Context: an optimization exercise on an open-source flow, tuned for small area, a short achievable clock period and few clock cycles per item. The choices shown serve that exercise and are no tape-out recipe.
RTL that was checked went through simulation tests only; none was proved equivalent to the original.

==> yarrow: inputs <==
==> flow/design.v <==
module sha256_core (
    input  wire         clk,
    input  wire         rst,         
    input  wire         in_valid,
    output wire         in_ready,
    input  wire         first,       
    input  wire [511:0] block,
    output reg          out_valid,
    output wire [255:0] digest
);
    localparam [31:0] IV0 = 32'h6a09e667, IV1 = 32'hbb67ae85, IV2 = 32'h3c6ef372, IV3 = 32'ha54ff53a,
                      IV4 = 32'h510e527f, IV5 = 32'h9b05688c, IV6 = 32'h1f83d9ab, IV7 = 32'h5be0cd19;
    reg        busy;
    reg  [5:0] c;
    reg        cur_valid;    
    reg        pend;         
    reg        fill_ok;      
    reg        fr;           
    reg        frn;          
    reg        z0;           
    wire c_is62 = (c == 6'd62);
    wire c_is63 = (c == 6'd63);
    wire fill   = (c[5:4] == 2'b11);
    assign in_ready = busy & c_is63 & fill_ok;
    wire   acc      = in_valid & in_ready & ~rst;
    always @(posedge clk) begin
        if (rst) begin
            busy      <= 1'b0;
            c         <= 6'd48;
            cur_valid <= 1'b0;
            pend      <= 1'b0;
            fr        <= 1'b0;
            z0        <= 1'b0;
            out_valid <= 1'b0;
        end else begin
            out_valid <= z0 & cur_valid;
            z0        <= busy & c_is63;
            if (!busy) begin
                c <= 6'd48;
                if (in_valid) begin
                    busy      <= 1'b1;
                    c         <= 6'd49;
                    cur_valid <= 1'b0;
                    pend      <= 1'b0;
                end
            end else begin
                c <= c + 6'd1;
                if (c_is63)
                    pend <= in_valid & fill_ok;
                if (z0) begin
                    cur_valid <= pend;
                    fr        <= pend & frn;
                    pend      <= 1'b0;
                    if (!pend) begin
                        busy <= 1'b0;
                        c    <= 6'd48;
                    end
                end
            end
        end
    end
    always @(posedge clk) begin
        if (c == 6'd48)
            fill_ok <= in_valid;
        else
            fill_ok <= fill_ok & in_valid;
        if (acc)
            frn <= first;
    end
    reg [31:0] k_next;
    always @(*) begin
        case (c)
            6'd0: k_next = 32'h71374491;
            6'd1: k_next = 32'hb5c0fbcf;
            6'd2: k_next = 32'he9b5dba5;
            6'd3: k_next = 32'h3956c25b;
            6'd4: k_next = 32'h59f111f1;
            6'd5: k_next = 32'h923f82a4;
            6'd6: k_next = 32'hab1c5ed5;
            6'd7: k_next = 32'hd807aa98;
            6'd8: k_next = 32'h12835b01;
            6'd9: k_next = 32'h243185be;
            6'd10: k_next = 32'h550c7dc3;
            6'd11: k_next = 32'h72be5d74;
            6'd12: k_next = 32'h80deb1fe;
            6'd13: k_next = 32'h9bdc06a7;
            6'd14: k_next = 32'hc19bf174;
            6'd15: k_next = 32'he49b69c1;
            6'd16: k_next = 32'hefbe4786;
            6'd17: k_next = 32'h0fc19dc6;
            6'd18: k_next = 32'h240ca1cc;
            6'd19: k_next = 32'h2de92c6f;
            6'd20: k_next = 32'h4a7484aa;
            6'd21: k_next = 32'h5cb0a9dc;
            6'd22: k_next = 32'h76f988da;
            6'd23: k_next = 32'h983e5152;
            6'd24: k_next = 32'ha831c66d;
            6'd25: k_next = 32'hb00327c8;
            6'd26: k_next = 32'hbf597fc7;
            6'd27: k_next = 32'hc6e00bf3;
            6'd28: k_next = 32'hd5a79147;
            6'd29: k_next = 32'h06ca6351;
            6'd30: k_next = 32'h14292967;
            6'd31: k_next = 32'h27b70a85;
            6'd32: k_next = 32'h2e1b2138;
            6'd33: k_next = 32'h4d2c6dfc;
            6'd34: k_next = 32'h53380d13;
            6'd35: k_next = 32'h650a7354;
            6'd36: k_next = 32'h766a0abb;
            6'd37: k_next = 32'h81c2c92e;
            6'd38: k_next = 32'h92722c85;
            6'd39: k_next = 32'ha2bfe8a1;
            6'd40: k_next = 32'ha81a664b;
            6'd41: k_next = 32'hc24b8b70;
            6'd42: k_next = 32'hc76c51a3;
            6'd43: k_next = 32'hd192e819;
            6'd44: k_next = 32'hd6990624;
            6'd45: k_next = 32'hf40e3585;
            6'd46: k_next = 32'h106aa070;
            6'd47: k_next = 32'h19a4c116;
            6'd48: k_next = 32'h1e376c08;
            6'd49: k_next = 32'h2748774c;
            6'd50: k_next = 32'h34b0bcb5;
            6'd51: k_next = 32'h391c0cb3;
            6'd52: k_next = 32'h4ed8aa4a;
            6'd53: k_next = 32'h5b9cca4f;
            6'd54: k_next = 32'h682e6ff3;
            6'd55: k_next = 32'h748f82ee;
            6'd56: k_next = 32'h78a5636f;
            6'd57: k_next = 32'h84c87814;
            6'd58: k_next = 32'h8cc70208;
            6'd59: k_next = 32'h90befffa;
            6'd60: k_next = 32'ha4506ceb;
            6'd61: k_next = 32'hbef9a3f7;
            6'd62: k_next = 32'hc67178f2;
            6'd63: k_next = 32'h428a2f98;
            default: k_next = 32'h0;
        endcase
    end
    reg [31:0] kr;
    always @(posedge clk)
        kr <= k_next;
    reg  [31:0] w [0:15];
    reg  [31:0] blk_word;
    always @(*) begin
        case (c[3:0])
            4'd0:  blk_word = block[511:480];
            4'd1:  blk_word = block[479:448];
            4'd2:  blk_word = block[447:416];
            4'd3:  blk_word = block[415:384];
            4'd4:  blk_word = block[383:352];
            4'd5:  blk_word = block[351:320];
            4'd6:  blk_word = block[319:288];
            4'd7:  blk_word = block[287:256];
            4'd8:  blk_word = block[255:224];
            4'd9:  blk_word = block[223:192];
            4'd10: blk_word = block[191:160];
            4'd11: blk_word = block[159:128];
            4'd12: blk_word = block[127:96];
            4'd13: blk_word = block[95:64];
            4'd14: blk_word = block[63:32];
            default: blk_word = block[31:0];
        endcase
    end
    wire [31:0] ws0   = {w[1][6:0], w[1][31:7]} ^ {w[1][17:0], w[1][31:18]} ^ (w[1] >> 3);
    wire [31:0] ws1   = {w[14][16:0], w[14][31:17]} ^ {w[14][18:0], w[14][31:19]} ^ (w[14] >> 10);
    wire [31:0] w_new = ws1 + w[9] + ws0 + w[0];
    integer i;
    always @(posedge clk) begin
        for (i = 0; i < 15; i = i + 1)
            w[i] <= w[i+1];
        w[15] <= fill ? blk_word : w_new;
    end
    reg [31:0] hv0, hv1, hv2, hv3, hv4, hv5, hv6, hv7;
    assign digest = {hv0, hv1, hv2, hv3, hv4, hv5, hv6, hv7};
    wire [31:0] hi0 = fr ? IV0 : hv0;
    wire [31:0] hi1 = fr ? IV1 : hv1;
    wire [31:0] hi2 = fr ? IV2 : hv2;
    wire [31:0] hi3 = fr ? IV3 : hv3;
    wire [31:0] hi4 = fr ? IV4 : hv4;
    wire [31:0] hi5 = fr ? IV5 : hv5;
    wire [31:0] hi6 = fr ? IV6 : hv6;
    wire [31:0] hi7 = fr ? IV7 : hv7;
    reg [31:0] a, b, cc, e, f, g, p, q;
    wire [31:0] big_s0 = {a[1:0], a[31:2]} ^ {a[12:0], a[31:13]} ^ {a[21:0], a[31:22]};
    wire [31:0] big_s1 = {e[5:0], e[31:6]} ^ {e[10:0], e[31:11]} ^ {e[24:0], e[31:25]};
    wire [31:0] ch     = (e & f) ^ (~e & g);
    wire [31:0] maj    = (a & b) | (cc & (a | b));
    wire [31:0] xe_s = q ^ big_s1 ^ ch;
    wire [31:0] xe_c = ((q & big_s1) | (q & ch) | (big_s1 & ch)) << 1;
    wire [31:0] e_new = xe_s + xe_c;
    wire [31:0] x1_s = p ^ big_s1 ^ ch;
    wire [31:0] x1_c = ((p & big_s1) | (p & ch) | (big_s1 & ch)) << 1;
    wire [31:0] x2_s = big_s0 ^ maj ^ x1_s;
    wire [31:0] x2_c = ((big_s0 & maj) | (big_s0 & x1_s) | (maj & x1_s)) << 1;
    wire [31:0] x3_s = x1_c ^ x2_s ^ x2_c;
    wire [31:0] x3_c = ((x1_c & x2_s) | (x1_c & x2_c) | (x2_s & x2_c)) << 1;
    wire [31:0] a_new = x3_s + x3_c;
    wire [31:0] fa_h = c_is62 ? hi3 : c_is63 ? hi2 : hi1;
    wire [31:0] fe_h = c_is62 ? hi7 : c_is63 ? hi6 : hi5;
    wire [31:0] fa_s = fa_h + (cur_valid ? a : 32'd0);
    wire [31:0] fe_s = fe_h + (cur_valid ? e : 32'd0);
    wire [31:0] n0 = frn ? IV0 : (cur_valid ? a_new : hv0);
    wire [31:0] n1 = frn ? IV1 : fa_s;
    wire [31:0] n2 = frn ? IV2 : hv2;
    wire [31:0] n3 = frn ? IV3 : hv3;
    wire [31:0] n4 = frn ? IV4 : (cur_valid ? e_new : hv4);
    wire [31:0] n5 = frn ? IV5 : fe_s;
    wire [31:0] n6 = frn ? IV6 : hv6;
    wire [31:0] n7 = frn ? IV7 : hv7;
    wire [31:0] hn  = z0 ? n7 : g;
    wire [31:0] dn  = z0 ? n3 : cc;
    wire [31:0] ij0 = c_is63 ? hi0 : 32'd0;
    wire [31:0] ij4 = c_is63 ? hi4 : 32'd0;
    wire [31:0] y1_s = hn ^ kr ^ w[0];
    wire [31:0] y1_c = ((hn & kr) | (hn & w[0]) | (kr & w[0])) << 1;
    wire [31:0] yp_s = y1_s ^ y1_c ^ ij0;
    wire [31:0] yp_c = ((y1_s & y1_c) | (y1_s & ij0) | (y1_c & ij0)) << 1;
    wire [31:0] y2_s = y1_s ^ y1_c ^ dn;
    wire [31:0] y2_c = ((y1_s & y1_c) | (y1_s & dn) | (y1_c & dn)) << 1;
    wire [31:0] yq_s = y2_s ^ y2_c ^ ij4;
    wire [31:0] yq_c = ((y2_s & y2_c) | (y2_s & ij4) | (y2_c & ij4)) << 1;
    always @(posedge clk) begin
        a  <= z0 ? n0 : a_new;
        b  <= z0 ? n1 : a;
        cc <= z0 ? n2 : b;
        e  <= z0 ? n4 : e_new;
        f  <= z0 ? n5 : e;
        g  <= z0 ? n6 : f;
        p  <= yp_s + yp_c;
        q  <= yq_s + yq_c;
    end
    wire upd = busy & cur_valid;
    always @(posedge clk) begin
        if (upd & c_is62) begin hv3 <= fa_s; hv7 <= fe_s; end
        if (upd & c_is63) begin hv2 <= fa_s; hv6 <= fe_s; end
        if (upd & z0)     begin hv1 <= fa_s; hv5 <= fe_s; hv0 <= a_new; hv4 <= e_new; end
    end
endmodule
==> flow/run.sh <==
#!/bin/bash
# synth_recipe.tcl (not shown) runs the flow's synth.tcl, then flattens the netlist and writes it again
# the make line also repeats each setting of config.mk as NAME=value (left out here)
make -C /OpenROAD-flow-scripts/flow DESIGN_CONFIG=/design/flow/config.mk WORK_HOME=/design/flow/orfs CLKGATE_MAP_FILE= SYNTH_SCRIPT=/design/flow/synth_recipe.tcl finish
==> flow/config.mk <==
export PLATFORM = sky130hd
export DESIGN_NAME = sha256_core
export DESIGN_NICKNAME = sha256_core
export VERILOG_FILES = /design/flow/design.v
export SDC_FILE = /design/flow/constraint.sdc
export NUM_CORES = 4
export LEC_CHECK = 0
export CAP_MARGIN = 20
export CORE_MARGIN = 2
export CORE_UTILIZATION = 40
export PLACE_DENSITY = 0.6
export SETUP_SLACK_MARGIN = 5
export SLEW_MARGIN = 20
==> flow/constraint.sdc <==
create_clock -name core_clock -period 9.0 [get_ports {clk}]
set_input_delay 1.8000 -clock core_clock [delete_from_list [all_inputs] [get_ports {clk}]]
set_output_delay 1.8000 -clock core_clock [all_outputs]
set_load 0.01 [all_outputs]
==> amber (differences from yarrow) <==
--- a/flow/design.v
+++ b/flow/design.v
@@ -18,10 +18,12 @@
     reg        fr;           
     reg        frn;          
     reg        z0;           
+    reg        rdy;          
+    wire c_is48 = (c == 6'd48);
     wire c_is62 = (c == 6'd62);
     wire c_is63 = (c == 6'd63);
     wire fill   = (c[5:4] == 2'b11);
-    assign in_ready = busy & c_is63 & fill_ok;
+    assign in_ready = rdy;
     wire   acc      = in_valid & in_ready & ~rst;
     always @(posedge clk) begin
         if (rst) begin
@@ -31,13 +33,15 @@
             pend      <= 1'b0;
             fr        <= 1'b0;
             z0        <= 1'b0;
+            rdy       <= 1'b0;
             out_valid <= 1'b0;
         end else begin
             out_valid <= z0 & cur_valid;
             z0        <= busy & c_is63;
+            rdy       <= busy & c_is62 & fill_ok & in_valid;
             if (!busy) begin
-                c <= 6'd48;
-                if (in_valid) begin
+                c <= {3'b110, c[2:0] + 3'd1};
+                if (in_valid & c_is48) begin
                     busy      <= 1'b1;
                     c         <= 6'd49;
                     cur_valid <= 1'b0;
@@ -46,21 +50,21 @@
             end else begin
                 c <= c + 6'd1;
                 if (c_is63)
-                    pend <= in_valid & fill_ok;
+                    pend <= in_valid & rdy;
                 if (z0) begin
                     cur_valid <= pend;
                     fr        <= pend & frn;
                     pend      <= 1'b0;
                     if (!pend) begin
                         busy <= 1'b0;
-                        c    <= 6'd48;
+                        c    <= 6'd49;
                     end
                 end
             end
         end
     end
     always @(posedge clk) begin
-        if (c == 6'd48)
+        if (c_is48)
             fill_ok <= in_valid;
         else
             fill_ok <= fill_ok & in_valid;
@@ -171,47 +175,46 @@
             w[i] <= w[i+1];
         w[15] <= fill ? blk_word : w_new;
     end
-    reg [31:0] hv0, hv1, hv2, hv3, hv4, hv5, hv6, hv7;
-    assign digest = {hv0, hv1, hv2, hv3, hv4, hv5, hv6, hv7};
-    wire [31:0] hi0 = fr ? IV0 : hv0;
-    wire [31:0] hi1 = fr ? IV1 : hv1;
-    wire [31:0] hi2 = fr ? IV2 : hv2;
-    wire [31:0] hi3 = fr ? IV3 : hv3;
-    wire [31:0] hi4 = fr ? IV4 : hv4;
-    wire [31:0] hi5 = fr ? IV5 : hv5;
-    wire [31:0] hi6 = fr ? IV6 : hv6;
-    wire [31:0] hi7 = fr ? IV7 : hv7;
-    reg [31:0] a, b, cc, e, f, g, p, q;
+    reg [31:0] r0, r1, r2, r3, r4, r5, r6, r7;
+    assign digest = {r0, r1, r2, r3, r4, r5, r6, r7};
+    reg [31:0] a, b, cc, e, f, g, ps, pc, qs, qc;
     wire [31:0] big_s0 = {a[1:0], a[31:2]} ^ {a[12:0], a[31:13]} ^ {a[21:0], a[31:22]};
     wire [31:0] big_s1 = {e[5:0], e[31:6]} ^ {e[10:0], e[31:11]} ^ {e[24:0], e[31:25]};
     wire [31:0] ch     = (e & f) ^ (~e & g);
     wire [31:0] maj    = (a & b) | (cc & (a | b));
-    wire [31:0] xe_s = q ^ big_s1 ^ ch;
-    wire [31:0] xe_c = ((q & big_s1) | (q & ch) | (big_s1 & ch)) << 1;
-    wire [31:0] e_new = xe_s + xe_c;
-    wire [31:0] x1_s = p ^ big_s1 ^ ch;
-    wire [31:0] x1_c = ((p & big_s1) | (p & ch) | (big_s1 & ch)) << 1;
-    wire [31:0] x2_s = big_s0 ^ maj ^ x1_s;
-    wire [31:0] x2_c = ((big_s0 & maj) | (big_s0 & x1_s) | (maj & x1_s)) << 1;
-    wire [31:0] x3_s = x1_c ^ x2_s ^ x2_c;
-    wire [31:0] x3_c = ((x1_c & x2_s) | (x1_c & x2_c) | (x2_s & x2_c)) << 1;
-    wire [31:0] a_new = x3_s + x3_c;
-    wire [31:0] fa_h = c_is62 ? hi3 : c_is63 ? hi2 : hi1;
-    wire [31:0] fe_h = c_is62 ? hi7 : c_is63 ? hi6 : hi5;
+    wire [31:0] xe1_s = qs ^ qc ^ ch;
+    wire [31:0] xe1_c = ((qs & qc) | (qs & ch) | (qc & ch)) << 1;
+    wire [31:0] xe2_s = xe1_s ^ xe1_c ^ big_s1;
+    wire [31:0] xe2_c = ((xe1_s & xe1_c) | (xe1_s & big_s1) | (xe1_c & big_s1)) << 1;
+    wire [31:0] e_new = xe2_s + xe2_c;
+    wire [31:0] x1_s = ps ^ pc ^ ch;
+    wire [31:0] x1_c = ((ps & pc) | (ps & ch) | (pc & ch)) << 1;
+    wire [31:0] x2_s = big_s1 ^ big_s0 ^ maj;
+    wire [31:0] x2_c = ((big_s1 & big_s0) | (big_s1 & maj) | (big_s0 & maj)) << 1;
+    wire [31:0] x3_s = x1_s ^ x1_c ^ x2_s;
+    wire [31:0] x3_c = ((x1_s & x1_c) | (x1_s & x2_s) | (x1_c & x2_s)) << 1;
+    wire [31:0] x4_s = x3_s ^ x3_c ^ x2_c;
+    wire [31:0] x4_c = ((x3_s & x3_c) | (x3_s & x2_c) | (x3_c & x2_c)) << 1;
+    wire [31:0] a_new = x4_s + x4_c;
+    wire [31:0] fa_iv = c_is62 ? IV3 : c_is63 ? IV2 : IV1;
+    wire [31:0] fe_iv = c_is62 ? IV7 : c_is63 ? IV6 : IV5;
+    wire [31:0] fa_h  = fr ? fa_iv : r0;
+    wire [31:0] fe_h  = fr ? fe_iv : r4;
     wire [31:0] fa_s = fa_h + (cur_valid ? a : 32'd0);
     wire [31:0] fe_s = fe_h + (cur_valid ? e : 32'd0);
-    wire [31:0] n0 = frn ? IV0 : (cur_valid ? a_new : hv0);
+    wire        ld_a = frn | ~cur_valid;      
+    wire [31:0] n0 = frn ? IV0 : r7;
     wire [31:0] n1 = frn ? IV1 : fa_s;
-    wire [31:0] n2 = frn ? IV2 : hv2;
-    wire [31:0] n3 = frn ? IV3 : hv3;
-    wire [31:0] n4 = frn ? IV4 : (cur_valid ? e_new : hv4);
+    wire [31:0] n2 = frn ? IV2 : r1;
+    wire [31:0] n3 = frn ? IV3 : r2;
+    wire [31:0] n4 = frn ? IV4 : r3;
     wire [31:0] n5 = frn ? IV5 : fe_s;
-    wire [31:0] n6 = frn ? IV6 : hv6;
-    wire [31:0] n7 = frn ? IV7 : hv7;
+    wire [31:0] n6 = frn ? IV6 : r5;
+    wire [31:0] n7 = frn ? IV7 : r6;
     wire [31:0] hn  = z0 ? n7 : g;
     wire [31:0] dn  = z0 ? n3 : cc;
-    wire [31:0] ij0 = c_is63 ? hi0 : 32'd0;
-    wire [31:0] ij4 = c_is63 ? hi4 : 32'd0;
+    wire [31:0] ij0 = c_is63 ? (fr ? IV0 : r6) : 32'd0;
+    wire [31:0] ij4 = c_is63 ? (fr ? IV4 : r2) : 32'd0;
     wire [31:0] y1_s = hn ^ kr ^ w[0];
     wire [31:0] y1_c = ((hn & kr) | (hn & w[0]) | (kr & w[0])) << 1;
     wire [31:0] yp_s = y1_s ^ y1_c ^ ij0;
@@ -221,19 +224,27 @@
     wire [31:0] yq_s = y2_s ^ y2_c ^ ij4;
     wire [31:0] yq_c = ((y2_s & y2_c) | (y2_s & ij4) | (y2_c & ij4)) << 1;
     always @(posedge clk) begin
-        a  <= z0 ? n0 : a_new;
+        a  <= (z0 & ld_a) ? n0 : a_new;
         b  <= z0 ? n1 : a;
         cc <= z0 ? n2 : b;
-        e  <= z0 ? n4 : e_new;
+        e  <= (z0 & ld_a) ? n4 : e_new;
         f  <= z0 ? n5 : e;
         g  <= z0 ? n6 : f;
-        p  <= yp_s + yp_c;
-        q  <= yq_s + yq_c;
-    end
-    wire upd = busy & cur_valid;
-    always @(posedge clk) begin
-        if (upd & c_is62) begin hv3 <= fa_s; hv7 <= fe_s; end
-        if (upd & c_is63) begin hv2 <= fa_s; hv6 <= fe_s; end
-        if (upd & z0)     begin hv1 <= fa_s; hv5 <= fe_s; hv0 <= a_new; hv4 <= e_new; end
+        ps <= yp_s;
+        pc <= yp_c;
+        qs <= yq_s;
+        qc <= yq_c;
+    end
+    wire upd  = busy & cur_valid;
+    wire updf = upd & (c_is62 | c_is63 | z0);
+    always @(posedge clk) begin
+        r0 <= (upd & z0) ? a_new : r7;      
+        r1 <= updf ? fa_s : r0;             
+        r2 <= r1;
+        r3 <= r2;
+        r4 <= (upd & z0) ? e_new : r3;      
+        r5 <= updf ? fe_s : r4;             
+        r6 <= r5;
+        r7 <= r6;
     end
 endmodule
==> flow/flow/run.sh (new file) <==
#!/bin/bash
set -e
export BUFFER_PORTS_ARGS="-buffer_cell sky130_fd_sc_hd__buf_1"
bash standard.sh MATCH_CELL_FOOTPRINT=0 finish > standard.log 2>&1
==> flow/standard.sh (new file) <==
#!/bin/bash
# synth_recipe.tcl (not shown) runs the flow's synth.tcl, then flattens the netlist and writes it again
# the make line also repeats each setting of config.mk as NAME=value (left out here)
make -C /OpenROAD-flow-scripts/flow DESIGN_CONFIG=/design/flow/config.mk WORK_HOME=/design/flow/orfs CLKGATE_MAP_FILE= SYNTH_SCRIPT=/design/flow/synth_recipe.tcl "${@:-finish}"
- CORE_UTILIZATION: 40 -> 42
- CTS_BUF_LIST: not set -> sky130_fd_sc_hd__clkbuf_8
- CTS_CLUSTER_DIAMETER: not set -> 70
- CTS_CLUSTER_SIZE: not set -> 14
- PLACE_DENSITY: 0.6 -> 0.62
- SETUP_SLACK_MARGIN: 5 -> 4.25
removed: flow/run.sh
==> violet (differences from yarrow) <==
--- a/flow/design.v
+++ b/flow/design.v
@@ -181,30 +181,35 @@
     wire [31:0] hi5 = fr ? IV5 : hv5;
     wire [31:0] hi6 = fr ? IV6 : hv6;
     wire [31:0] hi7 = fr ? IV7 : hv7;
-    reg [31:0] a, b, cc, e, f, g, p, q;
+    reg [31:0] a, b, cc, e, f, g, ps, pc, qs, qc;
     wire [31:0] big_s0 = {a[1:0], a[31:2]} ^ {a[12:0], a[31:13]} ^ {a[21:0], a[31:22]};
     wire [31:0] big_s1 = {e[5:0], e[31:6]} ^ {e[10:0], e[31:11]} ^ {e[24:0], e[31:25]};
     wire [31:0] ch     = (e & f) ^ (~e & g);
     wire [31:0] maj    = (a & b) | (cc & (a | b));
-    wire [31:0] xe_s = q ^ big_s1 ^ ch;
-    wire [31:0] xe_c = ((q & big_s1) | (q & ch) | (big_s1 & ch)) << 1;
-    wire [31:0] e_new = xe_s + xe_c;
-    wire [31:0] x1_s = p ^ big_s1 ^ ch;
-    wire [31:0] x1_c = ((p & big_s1) | (p & ch) | (big_s1 & ch)) << 1;
-    wire [31:0] x2_s = big_s0 ^ maj ^ x1_s;
-    wire [31:0] x2_c = ((big_s0 & maj) | (big_s0 & x1_s) | (maj & x1_s)) << 1;
-    wire [31:0] x3_s = x1_c ^ x2_s ^ x2_c;
-    wire [31:0] x3_c = ((x1_c & x2_s) | (x1_c & x2_c) | (x2_s & x2_c)) << 1;
-    wire [31:0] a_new = x3_s + x3_c;
+    wire [31:0] xe1_s = qs ^ qc ^ ch;
+    wire [31:0] xe1_c = ((qs & qc) | (qs & ch) | (qc & ch)) << 1;
+    wire [31:0] xe2_s = xe1_s ^ xe1_c ^ big_s1;
+    wire [31:0] xe2_c = ((xe1_s & xe1_c) | (xe1_s & big_s1) | (xe1_c & big_s1)) << 1;
+    wire [31:0] e_new = xe2_s + xe2_c;
+    wire [31:0] x1_s = ps ^ pc ^ ch;
+    wire [31:0] x1_c = ((ps & pc) | (ps & ch) | (pc & ch)) << 1;
+    wire [31:0] x2_s = big_s1 ^ big_s0 ^ maj;
+    wire [31:0] x2_c = ((big_s1 & big_s0) | (big_s1 & maj) | (big_s0 & maj)) << 1;
+    wire [31:0] x3_s = x1_s ^ x1_c ^ x2_s;
+    wire [31:0] x3_c = ((x1_s & x1_c) | (x1_s & x2_s) | (x1_c & x2_s)) << 1;
+    wire [31:0] x4_s = x3_s ^ x3_c ^ x2_c;
+    wire [31:0] x4_c = ((x3_s & x3_c) | (x3_s & x2_c) | (x3_c & x2_c)) << 1;
+    wire [31:0] a_new = x4_s + x4_c;
     wire [31:0] fa_h = c_is62 ? hi3 : c_is63 ? hi2 : hi1;
     wire [31:0] fe_h = c_is62 ? hi7 : c_is63 ? hi6 : hi5;
     wire [31:0] fa_s = fa_h + (cur_valid ? a : 32'd0);
     wire [31:0] fe_s = fe_h + (cur_valid ? e : 32'd0);
-    wire [31:0] n0 = frn ? IV0 : (cur_valid ? a_new : hv0);
+    wire        ld_a = frn | ~cur_valid;      
+    wire [31:0] n0 = frn ? IV0 : hv0;
     wire [31:0] n1 = frn ? IV1 : fa_s;
     wire [31:0] n2 = frn ? IV2 : hv2;
     wire [31:0] n3 = frn ? IV3 : hv3;
-    wire [31:0] n4 = frn ? IV4 : (cur_valid ? e_new : hv4);
+    wire [31:0] n4 = frn ? IV4 : hv4;
     wire [31:0] n5 = frn ? IV5 : fe_s;
     wire [31:0] n6 = frn ? IV6 : hv6;
     wire [31:0] n7 = frn ? IV7 : hv7;
@@ -221,14 +226,16 @@
     wire [31:0] yq_s = y2_s ^ y2_c ^ ij4;
     wire [31:0] yq_c = ((y2_s & y2_c) | (y2_s & ij4) | (y2_c & ij4)) << 1;
     always @(posedge clk) begin
-        a  <= z0 ? n0 : a_new;
+        a  <= (z0 & ld_a) ? n0 : a_new;
         b  <= z0 ? n1 : a;
         cc <= z0 ? n2 : b;
-        e  <= z0 ? n4 : e_new;
+        e  <= (z0 & ld_a) ? n4 : e_new;
         f  <= z0 ? n5 : e;
         g  <= z0 ? n6 : f;
-        p  <= yp_s + yp_c;
-        q  <= yq_s + yq_c;
+        ps <= yp_s;
+        pc <= yp_c;
+        qs <= yq_s;
+        qc <= yq_c;
     end
     wire upd = busy & cur_valid;
     always @(posedge clk) begin
- CORE_UTILIZATION: 40 -> 45
- PLACE_DENSITY: 0.6 -> 0.65
- SETUP_SLACK_MARGIN: 5 -> 4
==> maple (differences from yarrow) <==
- SETUP_SLACK_MARGIN: 5 -> 4
==> flow_summary.yaml <==
cells_and_area:
  fin_util: 0.567
  multi_input_cells: 3451
die:
  rows: 130
yosys:
  synth_xor_area_frac: 0.0615
  synth_top_area_frac: 0.310
  synth_nets: 6491
  ys_top_cells_by_count: "dfxtp_1, inv_1, fa_1"
run_status:
  status: "complete, no violations"
global_route:
  met3_usage: 0.127
  first_global_vias: 45400
sta:
  finalCritPeriodShare: 0.571
worst_hold_path:
  holdPathEnd: "w[1][12]"
That was violet.
==> flow_summary.yaml <==
run_status:
  status: "complete, no violations"
sta:
  finalCritPeriodShare: 0.523
die:
  rows: 131
global_route:
  first_global_vias: 44900
  met3_usage: 0.0736
cells_and_area:
  multi_input_cells: 3439
  fin_util: 0.486
yosys:
  ys_top_cells_by_count: "dfxtp_1, inv_1, fa_1"
  synth_nets: 6503
That was amber.
==> flow_summary.yaml <==
run_status:
  status: "complete, no violations"
routing:
  drc: 0
global_route:
  first_global_vias: 48900
clock_tree:
  htree_num_levels: 3
die:
  rows: 138
cells_and_area:
  fin_util: 0.525
  multi_input_cells: 3663
worst_hold_path:
  holdPathEnd: "w[11][28]"
sta:
  finalCritPeriodShare: 0.580
yosys:
  synth_top_area_frac: 0.286
  synth-compound-area-share: 0.186
  synth_nets: 6716
  synth_xor_area_frac: 0.0679
  ys_top_cells_by_count: "dfxtp_1, inv_1, nand2_1"
critical_path:
  worstPathBufferInverterCount: 7
That was maple.
==> flow_summary.yaml <==
run_status:
  status: "complete, no violations"
clock_tree:
  cts_tree: "yes"
yosys:
  synth_top_area_frac: 0.286
  ys_top_cells_by_count: "dfxtp_1, inv_1, nand2_1"
  synth_xor_area_frac: 0.0679
  synth_nets: 6716
die:
  rows: 138
sta:
  finalCritPeriodShare: 0.579
cells_and_area:
  multi_input_area_share: 0.431
global_route:
  met3_usage: 0.114
worst_hold_path:
  holdPathEnd: "w[5][27]"
routing:
  ant_nets: 0
That was yarrow.
Testbench counts of yarrow, summed over its fixed seeds: cycles 82,064, items 1,280.
Testbench counts of amber, summed over its fixed seeds: cycles 82,064, items 1,280.
Testbench counts of maple, summed over its fixed seeds: cycles 82,064, items 1,280.
The RTL of violet was laid out without a check of its function.

==> what the ideal ports hide <==
In the flow no input, the clock included, has a driving cell. The finished layouts below were timed again as built, in two steps. Step 1 assumes that a clkbuf_16 drives the clock port and a buf_2 every other input. Step 2 adds t to the input delays and takes it off the output delays; t is the mean of the earliest and latest rising clock arrival at the registers after step 1. Input paths then give back, and output paths get back, about the clock's delay inside the block. Three values: no drivers, after step 1, after step 2; two values: the first two.
| run | t, ns | setup WS [ns] | worst hold slack (ns) | latest minus earliest clock arrival (ns) |
|---|---|---|---|---|
| yarrow | 0.824 | 3.789 / 3.789 / 3.789 | 0.283 / 0.283 / 0.283 | 0.082 / 0.082 |
| amber | 0.885 | 4.296 / 4.296 / 4.296 | 0.264 / 0.264 / 0.264 | 0.081 / 0.081 |
| violet | 0.833 | 3.865 / 3.865 / 3.865 | 0.298 / 0.298 / 0.298 | 0.061 / 0.061 |
| maple | 0.834 | 3.776 / 3.776 / 3.776 | 0.268 / 0.268 / 0.268 | 0.118 / 0.118 |
After both steps every run listed still meets setup and hold.
